This design comes from an exercise in tuning for small area, a short achievable clock period and few clock cycles on the open sky130 flow, not from production work.
Only simulation tests tie the RTL to the original design; equivalence was not proved.

==> design.v <==
module q9_dotacc (
    input  wire         clk,
    input  wire         rst,
    input  wire         in_valid,
    output wire         in_ready,
    input  wire         in_first,
    input  wire         in_last,
    input  wire         in_fmt,
    input  wire [127:0] in_w,
    input  wire [127:0] in_a,
    input  wire [15:0]  in_sw,
    input  wire [15:0]  in_sa,
    output reg          out_valid,
    output wire [31:0]  out_acc,
    output wire         out_nsc,
    output wire         out_of
);
    reg         r0_v, r0_first, r0_last, r0_fmt;
    reg [31:0]  r0_ps;
    reg [95:0]  r0_wm, r0_am;
    reg [15:0]  r0_sw, r0_sa;
    reg rdy;
    assign in_ready = rdy;
    integer i;
    always @(posedge clk) begin
        r0_v     <= ~rst & in_valid & in_ready;
        rdy      <= rst | ~(in_valid & in_ready & in_fmt);
        r0_first <= in_first;
        r0_last  <= in_last;
        r0_fmt   <= in_fmt;
        r0_sw    <= in_sw;
        r0_sa    <= in_sa;
        for (i = 0; i < 32; i = i + 1) begin
            r0_ps[i]         <= in_w[4*i+3] ^ in_a[4*i+3];
            r0_wm[3*i +: 3]  <= in_w[4*i +: 3];
            r0_am[3*i +: 3]  <= in_a[4*i +: 3];
        end
    end
    wire signed [12:0] s_lo, s_hi;
    q9_half_dot u_dot_lo (.ps(r0_ps[15:0]),  .wm(r0_wm[47:0]),  .am(r0_am[47:0]),  .s(s_lo));
    q9_half_dot u_dot_hi (.ps(r0_ps[31:16]), .wm(r0_wm[95:48]), .am(r0_am[95:48]), .s(s_hi));
    wire signed [13:0] s_first = {s_lo[12], s_lo} + (r0_fmt ? 14'sd0 : {s_hi[12], s_hi});
    reg         h_v, h_last;
    reg  [12:0] h_s;
    reg  [7:0]  h_sw, h_sa;
    always @(posedge clk) begin
        h_v    <= ~rst & ~h_v & r0_v & r0_fmt;
        h_last <= r0_last;
        h_s    <= s_hi;
        h_sw   <= r0_sw[15:8];
        h_sa   <= r0_sa[15:8];
    end
    reg                u_v, u_first, u_last, u_qf4;
    reg  signed [13:0] u_s;
    reg         [7:0]  u_sw, u_sa;
    always @(posedge clk) begin
        u_v     <= ~rst & (h_v | r0_v);
        u_first <= ~h_v & r0_first;
        u_last  <= h_v ? h_last : (r0_last & ~r0_fmt);
        u_qf4   <= h_v | r0_fmt;
        u_s     <= h_v ? {h_s[12], h_s} : s_first;
        u_sw    <= h_v ? h_sw : r0_sw[7:0];
        u_sa    <= h_v ? h_sa : r0_sa[7:0];
    end
    wire               c_nan, c_sign;
    wire        [18:0] c_sig;
    wire signed [9:0]  c_k;
    q9_contrib u_c (
        .s(u_s), .qf4(u_qf4), .sw(u_sw), .sa(u_sa),
        .c_nan(c_nan), .c_sign(c_sign), .c_sig(c_sig), .c_k(c_k)
    );
    reg         r1_v, r1_first, r1_last;
    reg         r1_nan, r1_sign;
    reg  [18:0] r1_sig;
    reg  [9:0]  r1_k;
    always @(posedge clk) begin
        r1_v     <= ~rst & u_v;
        r1_first <= u_v & u_first;
        r1_last  <= u_last;
        r1_nan   <= u_v & c_nan;
        r1_sign  <= c_sign;
        r1_sig   <= u_v ? c_sig : 19'd0;
        r1_k     <= u_v ? c_k : -10'sd32;
    end
    reg [31:0] acc;
    reg        nsc;
    reg        ovf;
    assign out_acc = acc;
    assign out_nsc = nsc;
    assign out_of  = ovf;
    wire [31:0] acc_start = r1_first ? 32'h0000_0000 : acc;
    wire [31:0] sum;
    wire        of;
    q9_acc_add u_add (
        .acc(acc_start), .c_nan(r1_nan), .c_sign(r1_sign), .c_sig(r1_sig),
        .c_k(r1_k), .res(sum), .ovf(of)
    );
    always @(posedge clk) begin
        if (rst) begin
            out_valid <= 1'b0;
        end else begin
            out_valid <= r1_v & r1_last;
        end
        acc <= sum;
        nsc <= (r1_first ? 1'b0 : nsc) | r1_nan;
        ovf <= (r1_first ? 1'b0 : ovf) | of;
    end
endmodule
module q9_half_dot (
    input  wire        [15:0] ps,
    input  wire        [47:0] wm,
    input  wire        [47:0] am,
    output wire signed [12:0] s
);
    function [7:0] fp4_prod;
        input [2:0] cw, ca;
        reg [3:0] hw, ha;    
        reg [6:0] oh;        
        reg       f3w, f3a, f3, f9;
        begin
            hw[0] = (cw == 3'd1) | (cw == 3'd3);
            hw[1] = (cw == 3'd2) | (cw == 3'd5);
            hw[2] = (cw == 3'd4) | (cw == 3'd7);
            hw[3] = (cw == 3'd6);
            ha[0] = (ca == 3'd1) | (ca == 3'd3);
            ha[1] = (ca == 3'd2) | (ca == 3'd5);
            ha[2] = (ca == 3'd4) | (ca == 3'd7);
            ha[3] = (ca == 3'd6);
            f3w = cw[0] & (cw[2] | cw[1]);
            f3a = ca[0] & (ca[2] | ca[1]);
            f3  = f3w ^ f3a;
            f9  = f3w & f3a;
            oh[0] = hw[0] & ha[0];
            oh[1] = (hw[0] & ha[1]) | (hw[1] & ha[0]);
            oh[2] = (hw[0] & ha[2]) | (hw[1] & ha[1]) | (hw[2] & ha[0]);
            oh[3] = (hw[0] & ha[3]) | (hw[1] & ha[2]) | (hw[2] & ha[1]) | (hw[3] & ha[0]);
            oh[4] = (hw[1] & ha[3]) | (hw[2] & ha[2]) | (hw[3] & ha[1]);
            oh[5] = (hw[2] & ha[3]) | (hw[3] & ha[2]);
            oh[6] = hw[3] & ha[3];
            fp4_prod[0] = oh[0];
            fp4_prod[1] = oh[1] | (f3 & oh[0]);
            fp4_prod[2] = oh[2] | (f3 & oh[1]);
            fp4_prod[3] = oh[3] | (f3 & oh[2]) | (f9 & oh[0]);
            fp4_prod[4] = oh[4] | (f3 & oh[3]) | (f9 & oh[1]);
            fp4_prod[5] = oh[5] | (f3 & oh[4]) | (f9 & oh[2]);
            fp4_prod[6] = oh[6] | (f3 & oh[5]) | (f9 & oh[3]);
            fp4_prod[7] = f9 & oh[4];
        end
    endfunction
    wire [7:0] x0 = fp4_prod(wm[0 +: 3], am[0 +: 3]) ^ {8{ps[0]}};
    wire [7:0] x1 = fp4_prod(wm[3 +: 3], am[3 +: 3]) ^ {8{ps[1]}};
    wire [7:0] x2 = fp4_prod(wm[6 +: 3], am[6 +: 3]) ^ {8{ps[2]}};
    wire [7:0] x3 = fp4_prod(wm[9 +: 3], am[9 +: 3]) ^ {8{ps[3]}};
    wire [7:0] x4 = fp4_prod(wm[12 +: 3], am[12 +: 3]) ^ {8{ps[4]}};
    wire [7:0] x5 = fp4_prod(wm[15 +: 3], am[15 +: 3]) ^ {8{ps[5]}};
    wire [7:0] x6 = fp4_prod(wm[18 +: 3], am[18 +: 3]) ^ {8{ps[6]}};
    wire [7:0] x7 = fp4_prod(wm[21 +: 3], am[21 +: 3]) ^ {8{ps[7]}};
    wire [7:0] x8 = fp4_prod(wm[24 +: 3], am[24 +: 3]) ^ {8{ps[8]}};
    wire [7:0] x9 = fp4_prod(wm[27 +: 3], am[27 +: 3]) ^ {8{ps[9]}};
    wire [7:0] x10 = fp4_prod(wm[30 +: 3], am[30 +: 3]) ^ {8{ps[10]}};
    wire [7:0] x11 = fp4_prod(wm[33 +: 3], am[33 +: 3]) ^ {8{ps[11]}};
    wire [7:0] x12 = fp4_prod(wm[36 +: 3], am[36 +: 3]) ^ {8{ps[12]}};
    wire [7:0] x13 = fp4_prod(wm[39 +: 3], am[39 +: 3]) ^ {8{ps[13]}};
    wire [7:0] x14 = fp4_prod(wm[42 +: 3], am[42 +: 3]) ^ {8{ps[14]}};
    wire [7:0] x15 = fp4_prod(wm[45 +: 3], am[45 +: 3]) ^ {8{ps[15]}};
    wire s1, c2, s3, c4, s5, c6, s7, c8, s9, c10, s11, c12, s13, c14, s15, c16, s17, c18, s19, c20, s21, c22, s23, c24, s25, c26, s27, c28, s29, c30, s31, c32, s33, c34, s35, c36, s37, c38, s39, c40, s41, c42, s43, c44, s45, c46, s47, c48, s49, c50, s51, c52, s53, c54, s55, c56, s57, c58, s59, c60, s61, c62, s63, c64, s65, c66, s67, c68, s69, c70, s71, c72, s73, c74, s75, c76, s77, c78, s79, c80, s81, c82, s83, c84, s85, c86, s87, c88, s89, c90, s91, c92, s93, c94, s95, c96, s97, c98, s99, c100, s101, c102, s103, c104, s105, c106, s107, c108, s109, c110, s111, c112, s113, c114, s115, c116, s117, c118, s119, c120, s121, c122, s123, c124, s125, c126, s127, c128, s129, c130, s131, c132, s133, c134, s135, c136, s137, c138, s139, c140, s141, c142, s143, c144, s145, c146, s147, c148, s149, c150, s151, c152, s153, c154, s155, c156, s157, c158, s159, c160, s161, c162, s163, c164, s165, c166, s167, c168, s169, c170, s171, c172, s173, c174, s175, c176, s177, c178, s179, c180, s181, c182, s183, c184, s185, c186, s187, c188, s189, c190, s191, c192, s193, c194, s195, c196, s197, c198, s199, c200, s201, c202, s203, c204, s205, c206, s207, c208, s209, c210, s211, c212, s213, c214, s215, c216, s217, c218, s219, c220, s221, c222, s223, c224, s225, c226, s227, c228, s229, c230, s231, c232, s233, c234, s235, c236, s237, c238, s239, c240, s241, c242, s243, c244, s245, c246, s247, c248, s249, c250, s251, c252, s253, c254, s255, c256, s257, c258, s259, c260, s261, c262, s263, c264, s265, c266, s267, c268, s269, c270, s271, c272, s273, c274, s275, c276, s277, c278, s279, c280, s281, c282, s283, c284, s285, c286, s287, c288, s289, c290, s291, c292, s293, c294, s295, c296, s297, c298, s299, c300, s301, c302;
    assign s1 = x0[0] ^ ps[0] ^ x1[0];
    assign c2 = (x0[0] & ps[0]) | (x0[0] & x1[0]) | (ps[0] & x1[0]);
    assign s3 = ps[1] ^ x2[0] ^ ps[2];
    assign c4 = (ps[1] & x2[0]) | (ps[1] & ps[2]) | (x2[0] & ps[2]);
    assign s5 = s1 ^ s3 ^ x3[0];
    assign c6 = (s1 & s3) | (s1 & x3[0]) | (s3 & x3[0]);
    assign s7 = ps[3] ^ x4[0] ^ ps[4];
    assign c8 = (ps[3] & x4[0]) | (ps[3] & ps[4]) | (x4[0] & ps[4]);
    assign s9 = x5[0] ^ ps[5] ^ x6[0];
    assign c10 = (x5[0] & ps[5]) | (x5[0] & x6[0]) | (ps[5] & x6[0]);
    assign s11 = ps[6] ^ x7[0] ^ ps[7];
    assign c12 = (ps[6] & x7[0]) | (ps[6] & ps[7]) | (x7[0] & ps[7]);
    assign s13 = x8[0] ^ ps[8];
    assign c14 = x8[0] & ps[8];
    assign s15 = c2 ^ c4 ^ x0[1];
    assign c16 = (c2 & c4) | (c2 & x0[1]) | (c4 & x0[1]);
    assign s17 = x1[1] ^ x2[1] ^ x3[1];
    assign c18 = (x1[1] & x2[1]) | (x1[1] & x3[1]) | (x2[1] & x3[1]);
    assign s19 = s5 ^ s7 ^ s9;
    assign c20 = (s5 & s7) | (s5 & s9) | (s7 & s9);
    assign s21 = s11 ^ s13 ^ x9[0];
    assign c22 = (s11 & s13) | (s11 & x9[0]) | (s13 & x9[0]);
    assign s23 = ps[9] ^ x10[0] ^ ps[10];
    assign c24 = (ps[9] & x10[0]) | (ps[9] & ps[10]) | (x10[0] & ps[10]);
    assign s25 = c6 ^ c8 ^ c10;
    assign c26 = (c6 & c8) | (c6 & c10) | (c8 & c10);
    assign s27 = c12 ^ c14 ^ s15;
    assign c28 = (c12 & c14) | (c12 & s15) | (c14 & s15);
    assign s29 = s17 ^ x4[1] ^ x5[1];
    assign c30 = (s17 & x4[1]) | (s17 & x5[1]) | (x4[1] & x5[1]);
    assign s31 = x6[1] ^ x7[1] ^ x8[1];
    assign c32 = (x6[1] & x7[1]) | (x6[1] & x8[1]) | (x7[1] & x8[1]);
    assign s33 = x9[1] ^ x10[1];
    assign c34 = x9[1] & x10[1];
    assign s35 = c16 ^ c18 ^ x0[2];
    assign c36 = (c16 & c18) | (c16 & x0[2]) | (c18 & x0[2]);
    assign s37 = x1[2] ^ x2[2] ^ x3[2];
    assign c38 = (x1[2] & x2[2]) | (x1[2] & x3[2]) | (x2[2] & x3[2]);
    assign s39 = x4[2] ^ x5[2] ^ x6[2];
    assign c40 = (x4[2] & x5[2]) | (x4[2] & x6[2]) | (x5[2] & x6[2]);
    assign s41 = x7[2] ^ x8[2] ^ x9[2];
    assign c42 = (x7[2] & x8[2]) | (x7[2] & x9[2]) | (x8[2] & x9[2]);
    assign s43 = x10[2] ^ x11[2] ^ x12[2];
    assign c44 = (x10[2] & x11[2]) | (x10[2] & x12[2]) | (x11[2] & x12[2]);
    assign s45 = x0[3] ^ x1[3] ^ x2[3];
    assign c46 = (x0[3] & x1[3]) | (x0[3] & x2[3]) | (x1[3] & x2[3]);
    assign s47 = x3[3] ^ x4[3] ^ x5[3];
    assign c48 = (x3[3] & x4[3]) | (x3[3] & x5[3]) | (x4[3] & x5[3]);
    assign s49 = x6[3] ^ x7[3] ^ x8[3];
    assign c50 = (x6[3] & x7[3]) | (x6[3] & x8[3]) | (x7[3] & x8[3]);
    assign s51 = x9[3] ^ x10[3] ^ x11[3];
    assign c52 = (x9[3] & x10[3]) | (x9[3] & x11[3]) | (x10[3] & x11[3]);
    assign s53 = x0[4] ^ x1[4] ^ x2[4];
    assign c54 = (x0[4] & x1[4]) | (x0[4] & x2[4]) | (x1[4] & x2[4]);
    assign s55 = x3[4] ^ x4[4] ^ x5[4];
    assign c56 = (x3[4] & x4[4]) | (x3[4] & x5[4]) | (x4[4] & x5[4]);
    assign s57 = x6[4] ^ x7[4] ^ x8[4];
    assign c58 = (x6[4] & x7[4]) | (x6[4] & x8[4]) | (x7[4] & x8[4]);
    assign s59 = x9[4] ^ x10[4];
    assign c60 = x9[4] & x10[4];
    assign s61 = x0[5] ^ x1[5] ^ x2[5];
    assign c62 = (x0[5] & x1[5]) | (x0[5] & x2[5]) | (x1[5] & x2[5]);
    assign s63 = x3[5] ^ x4[5] ^ x5[5];
    assign c64 = (x3[5] & x4[5]) | (x3[5] & x5[5]) | (x4[5] & x5[5]);
    assign s65 = x6[5] ^ x7[5] ^ x8[5];
    assign c66 = (x6[5] & x7[5]) | (x6[5] & x8[5]) | (x7[5] & x8[5]);
    assign s67 = x9[5] ^ x10[5];
    assign c68 = x9[5] & x10[5];
    assign s69 = x0[6] ^ x1[6] ^ x2[6];
    assign c70 = (x0[6] & x1[6]) | (x0[6] & x2[6]) | (x1[6] & x2[6]);
    assign s71 = x3[6] ^ x4[6] ^ x5[6];
    assign c72 = (x3[6] & x4[6]) | (x3[6] & x5[6]) | (x4[6] & x5[6]);
    assign s73 = x6[6] ^ x7[6] ^ x8[6];
    assign c74 = (x6[6] & x7[6]) | (x6[6] & x8[6]) | (x7[6] & x8[6]);
    assign s75 = x9[6] ^ x10[6];
    assign c76 = x9[6] & x10[6];
    assign s77 = x0[7] ^ x1[7] ^ x2[7];
    assign c78 = (x0[7] & x1[7]) | (x0[7] & x2[7]) | (x1[7] & x2[7]);
    assign s79 = x3[7] ^ x4[7] ^ x5[7];
    assign c80 = (x3[7] & x4[7]) | (x3[7] & x5[7]) | (x4[7] & x5[7]);
    assign s81 = x6[7] ^ x7[7] ^ x8[7];
    assign c82 = (x6[7] & x7[7]) | (x6[7] & x8[7]) | (x7[7] & x8[7]);
    assign s83 = x9[7] ^ x10[7];
    assign c84 = x9[7] & x10[7];
    assign s85 = ~ps[0] ^ ~ps[1] ^ ~ps[2];
    assign c86 = (~ps[0] & ~ps[1]) | (~ps[0] & ~ps[2]) | (~ps[1] & ~ps[2]);
    assign s87 = ~ps[3] ^ ~ps[4] ^ ~ps[5];
    assign c88 = (~ps[3] & ~ps[4]) | (~ps[3] & ~ps[5]) | (~ps[4] & ~ps[5]);
    assign s89 = ~ps[6] ^ ~ps[7] ^ ~ps[8];
    assign c90 = (~ps[6] & ~ps[7]) | (~ps[6] & ~ps[8]) | (~ps[7] & ~ps[8]);
    assign s91 = ~ps[9] ^ ~ps[10];
    assign c92 = ~ps[9] & ~ps[10];
    assign s93 = s19 ^ s21 ^ s23;
    assign c94 = (s19 & s21) | (s19 & s23) | (s21 & s23);
    assign s95 = x11[0] ^ ps[11] ^ x12[0];
    assign c96 = (x11[0] & ps[11]) | (x11[0] & x12[0]) | (ps[11] & x12[0]);
    assign s97 = c20 ^ c22 ^ c24;
    assign c98 = (c20 & c22) | (c20 & c24) | (c22 & c24);
    assign s99 = s25 ^ s27 ^ s29;
    assign c100 = (s25 & s27) | (s25 & s29) | (s27 & s29);
    assign s101 = s31 ^ s33 ^ x11[1];
    assign c102 = (s31 & s33) | (s31 & x11[1]) | (s33 & x11[1]);
    assign s103 = c26 ^ c28 ^ c30;
    assign c104 = (c26 & c28) | (c26 & c30) | (c28 & c30);
    assign s105 = c32 ^ c34 ^ s35;
    assign c106 = (c32 & c34) | (c32 & s35) | (c34 & s35);
    assign s107 = s37 ^ s39 ^ s41;
    assign c108 = (s37 & s39) | (s37 & s41) | (s39 & s41);
    assign s109 = s43 ^ x13[2];
    assign c110 = s43 & x13[2];
    assign s111 = c36 ^ c38 ^ c40;
    assign c112 = (c36 & c38) | (c36 & c40) | (c38 & c40);
    assign s113 = c42 ^ c44 ^ s45;
    assign c114 = (c42 & c44) | (c42 & s45) | (c44 & s45);
    assign s115 = s47 ^ s49 ^ s51;
    assign c116 = (s47 & s49) | (s47 & s51) | (s49 & s51);
    assign s117 = x12[3] ^ x13[3] ^ x14[3];
    assign c118 = (x12[3] & x13[3]) | (x12[3] & x14[3]) | (x13[3] & x14[3]);
    assign s119 = c46 ^ c48 ^ c50;
    assign c120 = (c46 & c48) | (c46 & c50) | (c48 & c50);
    assign s121 = c52 ^ s53 ^ s55;
    assign c122 = (c52 & s53) | (c52 & s55) | (s53 & s55);
    assign s123 = s57 ^ s59 ^ x11[4];
    assign c124 = (s57 & s59) | (s57 & x11[4]) | (s59 & x11[4]);
    assign s125 = x12[4] ^ x13[4] ^ x14[4];
    assign c126 = (x12[4] & x13[4]) | (x12[4] & x14[4]) | (x13[4] & x14[4]);
    assign s127 = c54 ^ c56 ^ c58;
    assign c128 = (c54 & c56) | (c54 & c58) | (c56 & c58);
    assign s129 = c60 ^ s61 ^ s63;
    assign c130 = (c60 & s61) | (c60 & s63) | (s61 & s63);
    assign s131 = s65 ^ s67 ^ x11[5];
    assign c132 = (s65 & s67) | (s65 & x11[5]) | (s67 & x11[5]);
    assign s133 = x12[5] ^ x13[5] ^ x14[5];
    assign c134 = (x12[5] & x13[5]) | (x12[5] & x14[5]) | (x13[5] & x14[5]);
    assign s135 = c62 ^ c64 ^ c66;
    assign c136 = (c62 & c64) | (c62 & c66) | (c64 & c66);
    assign s137 = c68 ^ s69 ^ s71;
    assign c138 = (c68 & s69) | (c68 & s71) | (s69 & s71);
    assign s139 = s73 ^ s75 ^ x11[6];
    assign c140 = (s73 & s75) | (s73 & x11[6]) | (s75 & x11[6]);
    assign s141 = x12[6] ^ x13[6] ^ x14[6];
    assign c142 = (x12[6] & x13[6]) | (x12[6] & x14[6]) | (x13[6] & x14[6]);
    assign s143 = c70 ^ c72 ^ c74;
    assign c144 = (c70 & c72) | (c70 & c74) | (c72 & c74);
    assign s145 = c76 ^ s77 ^ s79;
    assign c146 = (c76 & s77) | (c76 & s79) | (s77 & s79);
    assign s147 = s81 ^ s83 ^ x11[7];
    assign c148 = (s81 & s83) | (s81 & x11[7]) | (s83 & x11[7]);
    assign s149 = x12[7] ^ x13[7] ^ x14[7];
    assign c150 = (x12[7] & x13[7]) | (x12[7] & x14[7]) | (x13[7] & x14[7]);
    assign s151 = c78 ^ c80 ^ c82;
    assign c152 = (c78 & c80) | (c78 & c82) | (c80 & c82);
    assign s153 = c84 ^ s85 ^ s87;
    assign c154 = (c84 & s85) | (c84 & s87) | (s85 & s87);
    assign s155 = s89 ^ s91 ^ ~ps[11];
    assign c156 = (s89 & s91) | (s89 & ~ps[11]) | (s91 & ~ps[11]);
    assign s157 = ~ps[12] ^ ~ps[13] ^ ~ps[14];
    assign c158 = (~ps[12] & ~ps[13]) | (~ps[12] & ~ps[14]) | (~ps[13] & ~ps[14]);
    assign s159 = s93 ^ s95 ^ ps[12];
    assign c160 = (s93 & s95) | (s93 & ps[12]) | (s95 & ps[12]);
    assign s161 = x13[0] ^ ps[13];
    assign c162 = x13[0] & ps[13];
    assign s163 = c94 ^ c96 ^ s97;
    assign c164 = (c94 & c96) | (c94 & s97) | (c96 & s97);
    assign s165 = s99 ^ s101 ^ x12[1];
    assign c166 = (s99 & s101) | (s99 & x12[1]) | (s101 & x12[1]);
    assign s167 = x13[1] ^ x14[1];
    assign c168 = x13[1] & x14[1];
    assign s169 = c98 ^ c100 ^ c102;
    assign c170 = (c98 & c100) | (c98 & c102) | (c100 & c102);
    assign s171 = s103 ^ s105 ^ s107;
    assign c172 = (s103 & s105) | (s103 & s107) | (s105 & s107);
    assign s173 = s109 ^ x14[2] ^ x15[2];
    assign c174 = (s109 & x14[2]) | (s109 & x15[2]) | (x14[2] & x15[2]);
    assign s175 = c104 ^ c106 ^ c108;
    assign c176 = (c104 & c106) | (c104 & c108) | (c106 & c108);
    assign s177 = c110 ^ s111 ^ s113;
    assign c178 = (c110 & s111) | (c110 & s113) | (s111 & s113);
    assign s179 = s115 ^ s117 ^ x15[3];
    assign c180 = (s115 & s117) | (s115 & x15[3]) | (s117 & x15[3]);
    assign s181 = c112 ^ c114 ^ c116;
    assign c182 = (c112 & c114) | (c112 & c116) | (c114 & c116);
    assign s183 = c118 ^ s119 ^ s121;
    assign c184 = (c118 & s119) | (c118 & s121) | (s119 & s121);
    assign s185 = s123 ^ s125 ^ x15[4];
    assign c186 = (s123 & s125) | (s123 & x15[4]) | (s125 & x15[4]);
    assign s187 = c120 ^ c122 ^ c124;
    assign c188 = (c120 & c122) | (c120 & c124) | (c122 & c124);
    assign s189 = c126 ^ s127 ^ s129;
    assign c190 = (c126 & s127) | (c126 & s129) | (s127 & s129);
    assign s191 = s131 ^ s133 ^ x15[5];
    assign c192 = (s131 & s133) | (s131 & x15[5]) | (s133 & x15[5]);
    assign s193 = c128 ^ c130 ^ c132;
    assign c194 = (c128 & c130) | (c128 & c132) | (c130 & c132);
    assign s195 = c134 ^ s135 ^ s137;
    assign c196 = (c134 & s135) | (c134 & s137) | (s135 & s137);
    assign s197 = s139 ^ s141 ^ x15[6];
    assign c198 = (s139 & s141) | (s139 & x15[6]) | (s141 & x15[6]);
    assign s199 = c136 ^ c138 ^ c140;
    assign c200 = (c136 & c138) | (c136 & c140) | (c138 & c140);
    assign s201 = c142 ^ s143 ^ s145;
    assign c202 = (c142 & s143) | (c142 & s145) | (s143 & s145);
    assign s203 = s147 ^ s149 ^ x15[7];
    assign c204 = (s147 & s149) | (s147 & x15[7]) | (s149 & x15[7]);
    assign s205 = c144 ^ c146 ^ c148;
    assign c206 = (c144 & c146) | (c144 & c148) | (c146 & c148);
    assign s207 = c150 ^ s151 ^ s153;
    assign c208 = (c150 & s151) | (c150 & s153) | (s151 & s153);
    assign s209 = s155 ^ s157 ^ ~ps[15];
    assign c210 = (s155 & s157) | (s155 & ~ps[15]) | (s157 & ~ps[15]);
    assign s211 = c152 ^ c154 ^ c156;
    assign c212 = (c152 & c154) | (c152 & c156) | (c154 & c156);
    assign s213 = c158 ^ c86 ^ c88;
    assign c214 = (c158 & c86) | (c158 & c88) | (c86 & c88);
    assign s215 = c90 ^ c92;
    assign c216 = c90 & c92;
    assign s217 = s159 ^ s161 ^ x14[0];
    assign c218 = (s159 & s161) | (s159 & x14[0]) | (s161 & x14[0]);
    assign s219 = c160 ^ c162 ^ s163;
    assign c220 = (c160 & c162) | (c160 & s163) | (c162 & s163);
    assign s221 = s165 ^ s167;
    assign c222 = s165 & s167;
    assign s223 = c164 ^ c166 ^ c168;
    assign c224 = (c164 & c166) | (c164 & c168) | (c166 & c168);
    assign s225 = s169 ^ s171 ^ s173;
    assign c226 = (s169 & s171) | (s169 & s173) | (s171 & s173);
    assign s227 = c170 ^ c172 ^ c174;
    assign c228 = (c170 & c172) | (c170 & c174) | (c172 & c174);
    assign s229 = s175 ^ s177 ^ s179;
    assign c230 = (s175 & s177) | (s175 & s179) | (s177 & s179);
    assign s231 = c176 ^ c178 ^ c180;
    assign c232 = (c176 & c178) | (c176 & c180) | (c178 & c180);
    assign s233 = s181 ^ s183 ^ s185;
    assign c234 = (s181 & s183) | (s181 & s185) | (s183 & s185);
    assign s235 = c182 ^ c184 ^ c186;
    assign c236 = (c182 & c184) | (c182 & c186) | (c184 & c186);
    assign s237 = s187 ^ s189 ^ s191;
    assign c238 = (s187 & s189) | (s187 & s191) | (s189 & s191);
    assign s239 = c188 ^ c190 ^ c192;
    assign c240 = (c188 & c190) | (c188 & c192) | (c190 & c192);
    assign s241 = s193 ^ s195 ^ s197;
    assign c242 = (s193 & s195) | (s193 & s197) | (s195 & s197);
    assign s243 = c194 ^ c196 ^ c198;
    assign c244 = (c194 & c196) | (c194 & c198) | (c196 & c198);
    assign s245 = s199 ^ s201 ^ s203;
    assign c246 = (s199 & s201) | (s199 & s203) | (s201 & s203);
    assign s247 = c200 ^ c202 ^ c204;
    assign c248 = (c200 & c202) | (c200 & c204) | (c202 & c204);
    assign s249 = s205 ^ s207 ^ s209;
    assign c250 = (s205 & s207) | (s205 & s209) | (s207 & s209);
    assign s251 = c206 ^ c208 ^ c210;
    assign c252 = (c206 & c208) | (c206 & c210) | (c208 & c210);
    assign s253 = s211 ^ s213 ^ s215;
    assign c254 = (s211 & s213) | (s211 & s215) | (s213 & s215);
    assign s255 = c212 ^ c214;
    assign c256 = c212 & c214;
    assign s257 = s217 ^ ps[14];
    assign c258 = s217 & ps[14];
    assign s259 = c218 ^ s219 ^ s221;
    assign c260 = (c218 & s219) | (c218 & s221) | (s219 & s221);
    assign s261 = c220 ^ c222 ^ s223;
    assign c262 = (c220 & c222) | (c220 & s223) | (c222 & s223);
    assign s263 = c224 ^ c226 ^ s227;
    assign c264 = (c224 & c226) | (c224 & s227) | (c226 & s227);
    assign s265 = c228 ^ c230 ^ s231;
    assign c266 = (c228 & c230) | (c228 & s231) | (c230 & s231);
    assign s267 = c232 ^ c234 ^ s235;
    assign c268 = (c232 & c234) | (c232 & s235) | (c234 & s235);
    assign s269 = c236 ^ c238 ^ s239;
    assign c270 = (c236 & c238) | (c236 & s239) | (c238 & s239);
    assign s271 = c240 ^ c242 ^ s243;
    assign c272 = (c240 & c242) | (c240 & s243) | (c242 & s243);
    assign s273 = c244 ^ c246 ^ s247;
    assign c274 = (c244 & c246) | (c244 & s247) | (c246 & s247);
    assign s275 = c248 ^ c250 ^ s251;
    assign c276 = (c248 & c250) | (c248 & s251) | (c250 & s251);
    assign s277 = c252 ^ c254 ^ s255;
    assign c278 = (c252 & c254) | (c252 & s255) | (c254 & s255);
    assign s279 = s257 ^ x15[0];
    assign c280 = s257 & x15[0];
    assign s281 = c258 ^ s259 ^ x15[1];
    assign c282 = (c258 & s259) | (c258 & x15[1]) | (s259 & x15[1]);
    assign s283 = c260 ^ s261 ^ s225;
    assign c284 = (c260 & s261) | (c260 & s225) | (s261 & s225);
    assign s285 = c262 ^ s263 ^ s229;
    assign c286 = (c262 & s263) | (c262 & s229) | (s263 & s229);
    assign s287 = c264 ^ s265 ^ s233;
    assign c288 = (c264 & s265) | (c264 & s233) | (s265 & s233);
    assign s289 = c266 ^ s267 ^ s237;
    assign c290 = (c266 & s267) | (c266 & s237) | (s267 & s237);
    assign s291 = c268 ^ s269 ^ s241;
    assign c292 = (c268 & s269) | (c268 & s241) | (s269 & s241);
    assign s293 = c270 ^ s271 ^ s245;
    assign c294 = (c270 & s271) | (c270 & s245) | (s271 & s245);
    assign s295 = c272 ^ s273 ^ s249;
    assign c296 = (c272 & s273) | (c272 & s249) | (s273 & s249);
    assign s297 = c274 ^ s275 ^ s253;
    assign c298 = (c274 & s275) | (c274 & s253) | (s275 & s253);
    assign s299 = c276 ^ s277 ^ c216;
    assign c300 = (c276 & s277) | (c276 & c216) | (s277 & c216);
    assign s301 = c278 ^ c256;
    assign c302 = c278 & c256;
    wire [12:0] ra = {c302, c300, c298, c296, c294, c292, c290, c288, c286, c284, c282, c280, s279};
    wire [12:0] rb = {1'b1, s301, s299, s297, s295, s293, s291, s289, s287, s285, s283, s281, ps[15]};
    wire [13:0] rc;
    wire [12:0] rs;
    assign rc[0] = 1'b0;
    genvar k;
    generate
        for (k = 0; k < 13; k = k + 1) begin : g_rca
            assign rs[k]   = ra[k] ^ rb[k] ^ rc[k];
            assign rc[k+1] = (ra[k] & rb[k]) | (ra[k] & rc[k]) | (rb[k] & rc[k]);
        end
    endgenerate
    assign s = rs;
endmodule
module q9_contrib (
    input  wire signed [13:0] s,
    input  wire               qf4,
    input  wire        [7:0]  sw,
    input  wire        [7:0]  sa,
    output wire               c_nan,
    output wire               c_sign,
    output wire        [18:0] c_sig,
    output wire signed [9:0]  c_k
);
    wire [12:0] s_abs = s[13] ? -s[12:0] : s[12:0];
    wire [3:0] sig_w = qf4 ? {(sw[7:3] != 5'd0), sw[2:0]} : 4'd1;
    wire [3:0] sig_a = qf4 ? {(sa[7:3] != 5'd0), sa[2:0]} : 4'd1;
    wire [4:0] ew    = (sw[7:3] == 5'd0) ? 5'd1 : sw[7:3];
    wire [4:0] ea    = (sa[7:3] == 5'd0) ? 5'd1 : sa[7:3];
    wire [16:0] mag_w    = s_abs * sig_w;
    wire [18:0] mag      = mag_w * sig_a;
    wire signed [10:0] e_lsb = qf4 ? ($signed({6'd0, ew}) + $signed({6'd0, ea}) - 11'sd38)
                                   : ($signed({3'd0, sw}) + $signed({3'd0, sa}) - 11'sd256);
    reg [4:0] lz;
    integer i;
    always @(*) begin
        lz = 5'd19;
        for (i = 0; i < 19; i = i + 1)
            if (mag[i]) lz = 5'd18 - i[4:0];
    end
    wire zero = (mag == 19'd0);
    assign c_nan  = (sw == 8'hFF) | (sa == 8'hFF);
    assign c_sign = s[13] & ~zero;
    assign c_sig  = mag << lz;
    wire signed [10:0] k_raw = e_lsb + 11'sd145 - $signed({6'd0, lz});
    assign c_k    = (zero | (k_raw < -11'sd32)) ? -10'sd32
                  : (k_raw > 11'sd256) ? 10'sd256 : k_raw[9:0];
endmodule
module q9_acc_add (
    input  wire        [31:0] acc,
    input  wire               c_nan,
    input  wire               c_sign,
    input  wire        [18:0] c_sig,
    input  wire signed [9:0]  c_k,
    output reg         [31:0] res,
    output reg                ovf
);
    wire [7:0]  a_e   = acc[30:23];
    wire        a_nz  = (a_e != 8'd0);
    wire        a_max = (a_e == 8'hFF);
    wire        a_nan = a_max & (acc[22:0] != 23'd0);
    wire        a_inf = a_max & (acc[22:0] == 23'd0);
    wire [23:0] a_sig = {a_nz, acc[22:0]};
    wire [7:0]  a_e1  = {a_e[7:1], a_e[0] | ~a_nz};
    wire [23:0] c_s24 = {c_sig, 5'd0};
    wire signed [10:0] d_ac = $signed({3'd0, a_e1}) - $signed({c_k[9], c_k});
    wire        a_ge  = (a_sig >= c_s24);
    wire        a_big = ~d_ac[10] & ((d_ac != 11'd0) | a_ge);
    wire [10:0] d     = d_ac[10] ? -d_ac : d_ac;
    wire [4:0]  sh    = (d > 11'd27) ? 5'd27 : d[4:0];
    wire [23:0] big_sig = a_big ? a_sig : c_s24;
    wire [23:0] sml_sig = a_big ? c_s24 : a_sig;
    wire        s_big   = a_big ? acc[31] : c_sign;
    wire        s_sml   = a_big ? c_sign : acc[31];
    wire [9:0]  eb_big  = a_big ? {2'd0, a_e1} - 10'd1 : c_k - 10'd1;
    wire [26:0] al0 = {sml_sig, 3'd0};
    wire [26:0] al1 = sh[4] ? {16'd0, al0[26:17], al0[16:0] != 17'd0}  : al0;
    wire [26:0] al2 = sh[3] ? { 8'd0, al1[26:9],  al1[8:0]  != 9'd0}   : al1;
    wire [26:0] al3 = sh[2] ? { 4'd0, al2[26:5],  al2[4:0]  != 5'd0}   : al2;
    wire [26:0] al4 = sh[1] ? { 2'd0, al3[26:3],  al3[2:0]  != 3'd0}   : al3;
    wire [26:0] s_al = sh[0] ? { 1'd0, al4[26:2], al4[1:0]  != 2'd0}   : al4;
    wire [26:0] b_al = {big_sig, 3'd0};
    wire        sub  = s_big ^ s_sml;
    wire [27:0] x    = {1'b0, b_al} + ({1'b0, s_al} ^ {28{sub}}) + {27'd0, sub};
    wire        neg  = sub & x[27];
    wire        s_lo = (s_al[2:0] != 3'd0);
    wire [27:0] m    = neg ? {1'b0, ~x[26:3], s_al[2:0]} : x;
    wire        sgn  = neg ? s_sml : s_big;
    wire        zero = ~neg & (x == 28'd0);
    wire [26:0] bar  = (eb_big > 10'd26) ? 27'd0 : (27'h4000000 >> eb_big[4:0]);
    wire [26:0] xb   = x[26:0] | bar;
    reg [4:0] ls;
    integer i;
    always @(*) begin
        ls = 5'd27;
        for (i = 0; i < 27; i = i + 1)
            if (xb[i]) ls = 5'd26 - i[4:0];
    end
    wire [26:0] xn   = x[26:0] << ls;
    wire [26:0] mn   = neg ? m[26:0] : xn;
    wire [23:0] kept = m[27] ? m[27:4] : mn[26:3];
    wire        g    = m[27] ? m[3]    : mn[2];
    wire        st   = m[27] ? (m[2:0] != 3'd0) : (mn[1:0] != 2'd0);
    wire        up   = (g & (st | kept[0])) | (neg & ~s_lo);
    wire [24:0] kinc = {1'b0, kept} + 25'd1;
    wire [24:0] kr   = up ? kinc : {1'b0, kept};
    wire [9:0]  e_base = m[27] ? eb_big + 10'd1 : eb_big - {5'd0, ls};
    wire [9:0]  e_fld  = e_base + {8'd0, kr[24:23]};
    wire        e_ovf  = (e_base >= 10'd255) | ((e_base == 10'd254) & (kr[24] | kr[23]))
                       | ((e_base == 10'd253) & kr[24]);
    always @(*) begin
        ovf = 1'b0;
        if (c_nan | a_nan) begin
            res = 32'h7FC0_0000;
        end else if (a_inf) begin
            res = acc;
        end else if (zero) begin
            res = 32'h0000_0000;
        end else if (e_ovf) begin
            res = {sgn, 8'hFF, 23'd0};
            ovf = 1'b1;
        end else begin
            res = {sgn, e_fld[7:0], kr[22:0]};
        end
    end
endmodule
==> flow/run.sh <==
#!/bin/bash
# The standard layout (the standard.sh) with three changes to how it is
# built:
#  - synthesis is the standard synthesis script run with Yosys's synth
#    -noabc and with the final ABC mapping of combinational logic done by
#    flow/q9_abc.script (an area-oriented script) -- see flow/q9_synth.tcl;
#  - every input and output port is buffered by sky130_fd_sc_hd__buf_1 instead
#    of the cell buffer_ports picks by default (clkdlybuf4s50_1);
#  - clock tree synthesis runs with the flow's usual arguments plus
#    -dont_use_dummy_load, with sinks clustered 22 at a time within 300 um.
# Each tool's output goes to the ORFS logs under orfs/logs; this script's own
# output goes to flow_run.log in the folder it runs in.
set -euo pipefail
export Q9_WORK="$PWD"
export Q9_ABC_SCRIPT="$PWD/flow/q9_abc.script"
bash standard.sh \
  "SYNTH_SCRIPT=$PWD/flow/q9_synth.tcl" \
  "BUFFER_PORTS_ARGS=-buffer_cell sky130_fd_sc_hd__buf_1" \
  "CTS_ARGS=-sink_clustering_enable -repair_clock_nets -sink_clustering_size 22 -sink_clustering_max_diameter 300 -dont_use_dummy_load" \
  finish > flow_run.log 2>&1
==> flow/q9_abc.script <==
strash
dch
amap
strash
dch
amap
topo
stime -c
buffer -c
upsize -c
dnsize -c
==> flow/q9_synth.tcl <==
# The standard synthesis (its synth_recipe.tcl, read and run as it is) with
# two changes:
#  - Yosys's synth runs with -noabc as well as -nofsm -noshare, so the quick
#    ABC pass inside synth's fine step is skipped and full adders are
#    extracted from the logic as written, without the inverters that pass
#    leaves around them;
#  - the final ABC technology mapping of combinational logic uses
#    flow/q9_abc.script, an area-oriented script, instead of ORFS's
#    abc_area.script.
# Registers are mapped before ABC and are not passed to it, so they are the
# standard synthesis's; the design is flattened and renamed as synth_recipe.tcl
# does.
proc abc {args} {
    set i [lsearch -exact $args -script]
    if {$i >= 0} {
        set args [lreplace $args [expr {$i + 1}] [expr {$i + 1}] $::env(Q9_ABC_SCRIPT)]
    }
    puts "q9_synth: abc with $::env(Q9_ABC_SCRIPT)"
    yosys abc {*}$args
}
set q9_f [open $::env(Q9_WORK)/synth_recipe.tcl]
set q9_text [read $q9_f]
close $q9_f
set q9_text [string map {"yosys synth -nofsm -noshare" "yosys synth -nofsm -noshare -noabc"} $q9_text]
eval $q9_text
==> standard.sh <==
#!/bin/bash
# synth_recipe.tcl (not shown) runs the flow's synth.tcl, then flattens the netlist and writes it again
# the make line also repeats each setting of config.mk as NAME=value (left out here)
make -C /OpenROAD-flow-scripts/flow DESIGN_CONFIG=/design/flow/config.mk WORK_HOME=/design/flow/orfs CLKGATE_MAP_FILE= SYNTH_SCRIPT=/design/flow/synth_recipe.tcl "${@:-finish}"
==> config.mk <==
export PLATFORM = sky130hd
export DESIGN_NAME = q9_dotacc
export DESIGN_NICKNAME = q9_dotacc
export VERILOG_FILES = /design/flow/design.v
export SDC_FILE = /design/flow/constraint.sdc
export NUM_CORES = 4
export LEC_CHECK = 0
export ABC_AREA = 1
export CAP_MARGIN = 20
export CORE_MARGIN = 2
export CORE_UTILIZATION = 70
export CTS_CLUSTER_DIAMETER = 300
export CTS_CLUSTER_SIZE = 22
export SLEW_MARGIN = 20
==> constraint.sdc <==
create_clock -name core_clock -period 90.0 [get_ports {clk}]
set_input_delay 18.0000 -clock core_clock [delete_from_list [all_inputs] [get_ports {clk}]]
set_output_delay 18.0000 -clock core_clock [all_outputs]
set_load 0.01 [all_outputs]
==> summary.txt <==
-- state kept, by name (all words and copies together) (netlist names), 13 cells and up --
| signal | cells |
|---|---|
| r0_ps | 32 |
| acc | 32 |
| r0_sa | 16 |
| r0_wm | 96 |
| r0_am | 96 |
| h_s | 13 |
| u_s | 14 |
| r1_sig | 19 |
| r0_sw | 16 |
-- synthesized netlist by cell type, types with 19 or more instances --
| master | number | area, sq um |
|---|---|---|
| sky130_fd_sc_hd__a211oi_1 | 57 | 428 |
| sky130_fd_sc_hd__dfxtp_1 | 395 | 7910 |
| sky130_fd_sc_hd__nand4_1 | 23 | 144 |
| sky130_fd_sc_hd__o21a_1 | 33 | 248 |
| sky130_fd_sc_hd__ha_1 | 246 | 3080 |
| sky130_fd_sc_hd__or2_2 | 128 | 801 |
| sky130_fd_sc_hd__nor3_1 | 74 | 370 |
| sky130_fd_sc_hd__nor4_1 | 24 | 150 |
| sky130_fd_sc_hd__nand2_1 | 489 | 1840 |
| sky130_fd_sc_hd__nor2_1 | 948 | 3560 |
| sky130_fd_sc_hd__fa_1 | 351 | 7030 |
| sky130_fd_sc_hd__clkbuf_1 | 120 | 450 |
| sky130_fd_sc_hd__o221ai_1 | 78 | 683 |
| sky130_fd_sc_hd__a21o_1 | 19 | 143 |
| sky130_fd_sc_hd__o21ai_0 | 527 | 2640 |
| sky130_fd_sc_hd__nand3_1 | 25 | 125 |
| sky130_fd_sc_hd__o22ai_1 | 261 | 1630 |
| sky130_fd_sc_hd__a21oi_1 | 258 | 1290 |
| sky130_fd_sc_hd__inv_1 | 496 | 1860 |
| sky130_fd_sc_hd__or3_1 | 39 | 244 |
| sky130_fd_sc_hd__a22o_1 | 21 | 184 |
| sky130_fd_sc_hd__o21bai_1 | 21 | 158 |
| sky130_fd_sc_hd__o22a_1 | 131 | 1150 |
| sky130_fd_sc_hd__nor2b_1 | 70 | 438 |
| sky130_fd_sc_hd__o21ai_1 | 26 | 130 |
-- logic make-up (layout without fill, tap and decap cells) --
logic type | after synthesis | in the layout | synth area share [%]
flip-flops | 395 | 395 | 20.5
buffers and inverters | 665 | 888 | 6.58
AND/OR/NAND/NOR | 1880 | 1880 | 21.1
other | 0 | 1 | 0
adder cells (fa/ha/maj) | 597 | 597 | 26.2
AO/OA/AOI/OAI | 1558 | 1558 | 25.7
-- per-stage QoR --
step | area, sq um | hold slack (ns) | worst slack, ns
2_1_floorplan | 38600 | 0.310 | 71.62
4_1_cts | 40800 | 0.329 | 70.83
5_1_grt | 40800 | 0.337 | 70.42
3_3_place_gp | 40300 | 0.312 | 71.48
3_5_place_dp | 40300 | 0.312 | 71.47
6_report | 40800 | 0.327 | 70.84
-- area by class of cell --
type	count	area, sq um	area share [%]
timing repair buffer	346	1360	3.34
antenna	1	2.50	0.00613
clock buffer	21	526	1.29
sequential	395	7910	19.4
tap	704	881	2.16
inverter	521	1960	4.80
multi-input combinational	4035	28200	69.0
-- path summary, 6_finish.rpt --
check | slack [ns] | depth (start not counted) | end | from
setup / recovery | 70.84 | 1 | out_acc[27] | acc[27]
hold / removal | 0.33 | 0 | h_sa[7] | r0_sa[15]
setup reg to reg | 71.99 | 84 | acc[0] | r1_first
hold reg to reg | 0.33 | 0 | h_sa[7] | r0_sa[15]
-- cells in the final DEF, fill, tap and decap left out, drive strengths merged, types with 24 or more instances in the layout --
| master | n |
|---|---|
| nor2 | 954 |
| or3 | 39 |
| o21ai | 558 |
| o21a | 33 |
| dfxtp | 395 |
| nand3 | 25 |
| nor4 | 25 |
| buf | 346 |
| nand4 | 24 |
| a221oi | 24 |
| ha | 246 |
| or2 | 136 |
| a211oi | 57 |
| o22a | 131 |
| inv | 514 |
| fa | 351 |
| nor3 | 77 |
| nor2b | 70 |
| o22ai | 263 |
| o221ai | 78 |
| a21oi | 260 |
| nand2 | 490 |
-- per-layer routing --
metal	vias to the layer above	wire, microns
li1	18100	-
met1	16800	43600
met2	1475	49500
met3	235	7470
met4	0	3930
met5	-	0
==> impl_metrics.prom <==
# TYPE chip_impl_metric gauge
chip_impl_info{name="critPathKind",value="flop to output pin"} 1
chip_impl_metric{name="ys_async_sr_fraction",unit="%"} 0
chip_impl_metric{name="period_needed",unit="ns"} 19.16
chip_impl_metric{name="yosys_warnings",unit=""} 4
chip_impl_metric{name="finalNonFillerCells",unit=""} 6023
chip_impl_metric{name="synth_cells",unit=""} 5095
chip_impl_metric{name="clock_sink_count",unit=""} 395
chip_impl_metric{name="finish.net_count",unit=""} 6211
chip_impl_metric{name="finClkSkew",unit="ns"} 0.0698
chip_impl_metric{name="worst-endpoint-arrival",unit="ns"} 1.16
chip_impl_metric{name="synth.ff_latch_count",unit=""} 395
chip_impl_metric{name="wl_per_cell",unit="microns"} 17.4
chip_impl_metric{name="clk_latency",unit="ns"} 0.59
chip_impl_metric{name="post-cts-setup-buffer-count",unit=""} 0
chip_impl_info{name="root_buffer",value="sky130_fd_sc_hd__clkbuf_16"} 1
chip_impl_metric{name="maxSlewViolCount",unit=""} 0
chip_impl_metric{name="final_antenna_net_count",unit=""} 0
chip_impl_metric{name="die_width",unit="microns"} 239
chip_impl_metric{name="clk_pin_slew_worst_paths",unit="ns"} 0.09
chip_impl_metric{name="use_met2",unit="%"} 62.4
chip_impl_metric{name="number_of_failing_setup_endpoints_in_the_final_timing_report",unit=""} 0
chip_impl_metric{name="finalHoldViolCount",unit=""} 0
chip_impl_metric{name="tritoncts.num_buffers",unit=""} 21
chip_impl_metric{name="global_route_wire_length_before_repair",unit="microns"} 167000
chip_impl_metric{name="design.portCount",unit=""} 330
chip_impl_info{name="worst_hold_path_type",value="flop to flop"} 1
chip_impl_metric{name="slowest_delay",unit="ns"} 0.40
chip_impl_metric{name="num_rows",unit=""} 86
chip_impl_metric{name="cts_resized",unit=""} 0
chip_impl_metric{name="post_cts_hold_buffer_count",unit=""} 0
chip_impl_metric{name="sum_of_negative_setup_slack",unit="ns"} 0
chip_impl_metric{name="floorplan.die_area",unit="sq um"} 57100
chip_impl_metric{name="floorplan.initialDensity",unit="%"} 70.5
chip_impl_metric{name="synth.yosys.seq_area_share",unit="%"} 20.5
chip_impl_metric{name="grt_max_degree",unit=""} 63
chip_impl_metric{name="syn-cell-area",unit="sq um"} 38600
chip_impl_metric{name="worst_pin_slew",unit="ns"} 1.09
chip_impl_info{name="status",value="complete, no violations"} 1
chip_impl_metric{name="detailed_route_drc_error_count",unit=""} 0
chip_impl_metric{name="synthToLayoutAreaGrowth",unit="%"} 5.66
chip_impl_metric{name="post_drt_via_cell_ratio",unit=""} 6.09
chip_impl_metric{name="core_region_area",unit="sq um"} 54800
chip_impl_metric{name="syn-num-nets",unit=""} 5986
chip_impl_metric{name="globalplace.congestion",unit=""} 1.01
chip_impl_metric{name="clock_path_buffers",unit=""} 3
chip_impl_info{name="dominantRegCellSynth",value="sky130_fd_sc_hd__dfxtp_1"} 1
chip_impl_metric{name="die_h",unit="microns"} 239
chip_impl_info{name="rsz0062_at_grt",value="false"} 1
chip_impl_info{name="critical_path.cell_chain",value="buf_1"} 1
chip_impl_metric{name="fin_util",unit="%"} 74.5
chip_impl_metric{name="cts.htree.levels",unit=""} 1
chip_impl_info{name="cp_top_family",value="flip-flops"} 1
chip_impl_metric{name="critical_path_required",unit="ns"} 72.00
chip_impl_metric{name="post_synth.cell_area_avg",unit="sq um"} 7.58
chip_impl_metric{name="number_of_global_route_vias_before_repair",unit=""} 34300
chip_impl_info{name="critical_path_startpoint_category",value="flop"} 1
chip_impl_metric{name="max_slew_margin",unit="%"} 27.3
chip_impl_metric{name="grt_util_met1",unit="%"} 46.7
chip_impl_metric{name="drt_iter0_drc",unit=""} 2989
chip_impl_metric{name="final_min_period_over_clock_period",unit="%"} 21.3
chip_impl_metric{name="track_usage",unit="%"} 36.2
chip_impl_metric{name="wl",unit="microns"} 105000
chip_impl_metric{name="grt_overflow",unit=""} 0
chip_impl_metric{name="filler_cell_count",unit=""} 4402
chip_impl_metric{name="antenna_found_initial",unit=""} 0
chip_impl_metric{name="drv_cap",unit=""} 0
chip_impl_info{name="cts_tree",value="done"} 1
chip_impl_metric{name="crit_buf_inv",unit=""} 1
chip_impl_metric{name="vias",unit=""} 36700
chip_impl_metric{name="synth_enable_flop_cells",unit=""} 0
chip_impl_metric{name="dp_hpwl",unit="microns"} 86900
chip_impl_info{name="setup.worst_path.end_class",value="output pin"} 1
chip_impl_metric{name="detail_route.first_pass.iterations",unit=""} 10
chip_impl_metric{name="fmaxAchievable",unit="MHz"} 52.2
chip_impl_info{name="gr-max-usage-layer",value="met2"} 1
chip_impl_metric{name="use_met3",unit="%"} 4.62
chip_impl_metric{name="portBuffers",unit=""} 329
chip_impl_metric{name="post-place-cells",unit=""} 6001
chip_impl_metric{name="drive_above_1_share",unit="%"} 4.36
chip_impl_metric{name="worst-path-max-fanout",unit=""} 4
chip_impl_info{name="critical-path-slowest-cell",value="sky130_fd_sc_hd__dfxtp_1"} 1
chip_impl_metric{name="yosys.cell_types.count",unit=""} 84
Testbench counts, summed over its fixed seeds: cycles 46,863.

==> what the ideal ports hide <==
The results above use ideal ports. As a check the final layout listed here was re-extracted and re-timed, cells and wires unchanged.
Step 1 assumes that a clkbuf_16 drives the clock port and a buf_2 every other input.
Step 2 adds t to the input delays and takes it off the output delays; t is the mean of the earliest and latest rising clock arrival at the registers after step 1. Input paths then give back, and output paths get back, about the clock's delay inside the block.
Three values: ideal, step 1, step 2; two values: the first two.
shift t [ns]: 0.622
setup WS [ns]: 70.841 / 70.777 / 71.399
hold WS [ns]: 0.327 / 0.327 / 0.327
clock arrival spread, ns: 0.069 / 0.070
slew at the worst register clock pin (ns): 0.10 / 0.10
After both steps setup and hold are still met in this run. For this run, drivers alone change the setup slack by -0.064 ns; drivers and shift together by +0.558 ns.
